Source: an optimization exercise on an open RTL-to-GDS flow (aim: small area). Production flows keep margins and buffers that such runs may drop. Function was checked by simulation only, so behaviour that the tests miss may differ from the original. Power and IR drop assume default switching activity.

## lane_cur
module lane_cur (
    input                    clk,
    input                    rst,
    input                    start,
    input                    run,
    input                    three,
    input                    svm,
    input                    inv_a,
    input                    inv_b,
    input             [11:0] code_a,
    input             [11:0] code_b,
    input             [11:0] offs_a,
    input             [11:0] offs_b,
    input  signed     [17:0] iref_a,
    input  signed     [17:0] iref_b,
    input             [15:0] kpc,
    input             [15:0] kic,
    input             [14:0] vlim,
    input             [16:0] period,
    input             [11:0] minon,
    input             [11:0] minoff,
    output                   done,
    output signed     [15:0] v_a,
    output signed     [15:0] v_b,
    output signed     [15:0] v_c,
    output            [16:0] w_a,
    output            [16:0] w_b,
    output            [16:0] w_c
);
==> flow/config.mk <==
export PLATFORM = sky130hd
export DESIGN_NAME = lane_cur
export DESIGN_NICKNAME = lane_cur
export VERILOG_FILES = /design/flow/design.v
export SDC_FILE = /design/flow/constraint.sdc
export NUM_CORES = 4
export LEC_CHECK = 0
export CAP_MARGIN = 20
export CORE_MARGIN = 2
export CORE_UTILIZATION = 65
export PLACE_DENSITY = 0.75
export SLEW_MARGIN = 20
==> flow/constraint.sdc <==
create_clock -name core_clock -period 12.0 [get_ports {clk}]
set_input_delay 2.4000 -clock core_clock [delete_from_list [all_inputs] [get_ports {clk}]]
set_output_delay 2.4000 -clock core_clock [all_outputs]
set_load 0.01 [all_outputs]
standard.sh (not shown) runs the stock make flow with config.mk's settings and CLKGATE_MAP_FILE= SYNTH_SCRIPT=/design/flow/synth_recipe.tcl, a recipe that flattens the netlist after the stock synthesis.
==> flow/flow/run.sh <==
#!/bin/bash
# The standard layout flow, with the port buffers made from the smallest
# buffer cell instead of the one buffer_ports picks by default.
export BUFFER_PORTS_ARGS="-buffer_cell sky130_fd_sc_hd__buf_1"
bash standard.sh > standard.log 2>&1
The first run finished with timing, DRC and antenna clean.
Edit:
CORE_UTILIZATION = 40   (was 65)
CTS_BUF_LIST = sky130_fd_sc_hd__clkbuf_8 sky130_fd_sc_hd__clkbuf_16   (was unset)
CTS_CLUSTER_SIZE = 12   (was unset)
PLACE_DENSITY = unset   (was 0.75)
The changed run ran to the end with no violations.
Combinational power is about the same.
Clock-buffer cell count does not change.
Synthesized cell count does not change.
Power goes down by 1.4%.
Clock skew goes down by 0.0076 ns.
Worst setup slack gets worse by 0.0034 ns.
Die area rises by 61%.
Wire length goes up by 8.3%.
Critical path depth went up by 2.
Global-route usage came out lower by 12 points.

* * *

Another version of the RTL of lane_cur (not shown whole).
For scale: ~280 I/O pins, ~15000 µm² of cells after synthesis.
==> flow/config.mk <==
export PLATFORM = sky130hd
export DESIGN_NAME = lane_cur
export DESIGN_NICKNAME = lane_cur
export VERILOG_FILES = /design/flow/design.v
export SDC_FILE = /design/flow/constraint.sdc
export NUM_CORES = 4
export LEC_CHECK = 0
export CAP_MARGIN = 20
export CORE_MARGIN = 2
export CORE_UTILIZATION = 40
export CTS_CLUSTER_DIAMETER = 120
export CTS_CLUSTER_SIZE = 30
export SLEW_MARGIN = 20
==> flow/constraint.sdc <==
create_clock -name core_clock -period 12.0 [get_ports {clk}]
set_input_delay 2.4000 -clock core_clock [delete_from_list [all_inputs] [get_ports {clk}]]
set_output_delay 2.4000 -clock core_clock [all_outputs]
set_load 0.01 [all_outputs]
==> flow/flow/run.sh <==
#!/bin/bash
# Layout flow: the standard flow (standard.sh) with two changes.
#  1. Port buffers use the smallest buffer cell (buffer_ports -buffer_cell).
#  2. After the standard synthesis, the combinational logic is re-mapped for
#     area (flow/reopt.sh); registers keep their names and cell types, and the
#     new netlist is proven equal to the standard one before it is used.
set -u
export BUFFER_PORTS_ARGS="-buffer_cell sky130_fd_sc_hd__buf_1"
bash standard.sh synth > standard_synth.log 2>&1 || exit 1
R=orfs/results/sky130hd/lane_cur/base
LIB=$FLOW_HOME/platforms/sky130hd/lib/sky130_fd_sc_hd__tt_025C_1v80.lib
cp $R/1_2_yosys.v 1_2_yosys_standard.v
if bash flow/reopt.sh "$PWD/1_2_yosys_standard.v" "$PWD/1_2_yosys_reopt.v" "$LIB" flow/dontuse.txt "$PWD" > reopt.log 2>&1; then
  cp 1_2_yosys_reopt.v $R/1_2_yosys.v
  rm -f $R/1_synth.odb $R/1_synth.sdc
  echo "reopt: using the re-mapped netlist" >> reopt.log
else
  echo "reopt: failed, keeping the standard netlist" >> reopt.log
fi
bash standard.sh finish > standard.log 2>&1
Other scripts of this flow, unchanged in this note and not shown: flow/flow/dontuse.txt, flow/flow/reopt.sh
Edit:
- CTS_CLUSTER_DIAMETER: 120 -> default
- CTS_CLUSTER_SIZE: 30 -> default
Outcome: Power stays the same. Cell area stays the same. Global-route usage is unchanged. Via count stays the same. Clock power barely changes. First-iteration DRC count stays the same. Setup slack does not change.

* * *

== build 12 ==
lane_cur with an RTL version that a note above also has.
Size: ~2000 cells after synthesis, about 190 flip-flops, roughly 280 I/O pins.
Design lane_cur, start of the top module:
module lane_cur (
    input                    clk,
    input                    rst,
    input                    start,
    input                    run,
    input                    three,
    input                    svm,
    input                    inv_a,
    input                    inv_b,
    input             [11:0] code_a,
    input             [11:0] code_b,
    input             [11:0] offs_a,
    input             [11:0] offs_b,
    input  signed     [17:0] iref_a,
    input  signed     [17:0] iref_b,
    input             [15:0] kpc,
    input             [15:0] kic,
    input             [14:0] vlim,
    input             [16:0] period,
    input             [11:0] minon,
    input             [11:0] minoff,
    output                   done,
    output signed     [15:0] v_a,
    output signed     [15:0] v_b,
    output signed     [15:0] v_c,
    output            [16:0] w_a,
    output            [16:0] w_b,
    output            [16:0] w_c
);
==> flow/config.mk <==
export PLATFORM = sky130hd
export DESIGN_NAME = lane_cur
export DESIGN_NICKNAME = lane_cur
export VERILOG_FILES = /design/flow/design.v
export SDC_FILE = /design/flow/constraint.sdc
export NUM_CORES = 4
export LEC_CHECK = 0
export CAP_MARGIN = 20
export CORE_MARGIN = 2
export CORE_UTILIZATION = 40
export GPL_TIMING_DRIVEN = 0
export SLEW_MARGIN = 20
==> flow/constraint.sdc <==
create_clock -name core_clock -period 12.0 [get_ports {clk}]
set_input_delay 2.4000 -clock core_clock [delete_from_list [all_inputs] [get_ports {clk}]]
set_output_delay 2.4000 -clock core_clock [all_outputs]
set_load 0.01 [all_outputs]
==> flow/flow/run.sh <==
#!/bin/bash
# The standard layout flow, with the port buffers made from the smallest
# buffer cell instead of the one buffer_ports picks by default.
export BUFFER_PORTS_ARGS="-buffer_cell sky130_fd_sc_hd__buf_1"
bash standard.sh > standard.log 2>&1
In summary, build 12 completed successfully, with a layout that passed the timing, DRC and antenna checks.
Modified inputs, trial 66 compared to build 12
- clearing GPL_TIMING_DRIVEN, which used to be 0
==> flow/run.sh (new file) <==
#!/bin/bash
# synth_recipe.tcl (not shown) runs the flow's synth.tcl, then flattens the netlist and writes it again
# the make line also repeats each setting of config.mk as NAME=value (left out here)
make -C /OpenROAD-flow-scripts/flow DESIGN_CONFIG=/design/flow/config.mk WORK_HOME=/design/flow/orfs CLKGATE_MAP_FILE= SYNTH_SCRIPT=/design/flow/synth_recipe.tcl finish
removed: flow/flow/run.sh
removed: flow/standard.sh
[summary]
Trial 66 against build 12: aggregate routed wire length went down; post-route minimum period grew by 0.065 ns.
In trial 66, the final critical-path share of the clock period came out 0.54 points above the value in build 12.

==> static timing again, ports no longer ideal <==
Ports are ideal in the flow. The routed layouts listed here were re-timed in OpenROAD.
Step 1, drivers: a clkbuf_16 drives clk and a buf_2 each remaining input, both assumed.
Step 2 also shifts input and output timing later by t, the mid clock arrival at the registers, as if the neighbouring blocks saw the same clock.
Slacks: ideal ports / drivers / drivers and shift; pairs: ideal ports / drivers.
run | t (ns) | slack for setup (ns) | clock arrival spread, ns | cell pins on the clock port's net
the first run of note 1 | 0.495 | 0.299 / 0.276 / -0.136 | 0.023 / 0.023 | 1
the second run of note 1 | 0.508 | 0.296 / 0.275 / -0.108 | 0.015 / 0.015 | 1
the first run of note 2 | 0.511 | 0.410 / 0.385 / -0.045 | 0.021 / 0.020 | 1
the second run of note 2 | 0.511 | 0.410 / 0.385 / -0.045 | 0.021 / 0.020 | 1
build 12 | 0.545 | 0.257 / 0.236 / -0.140 | 0.010 / 0.010 | 1
trial 66 | 0.512 | 0.192 / 0.161 / -0.212 | 0.018 / 0.018 | 1
With both steps, setup timing fails in every run listed, where it was met with ideal ports.
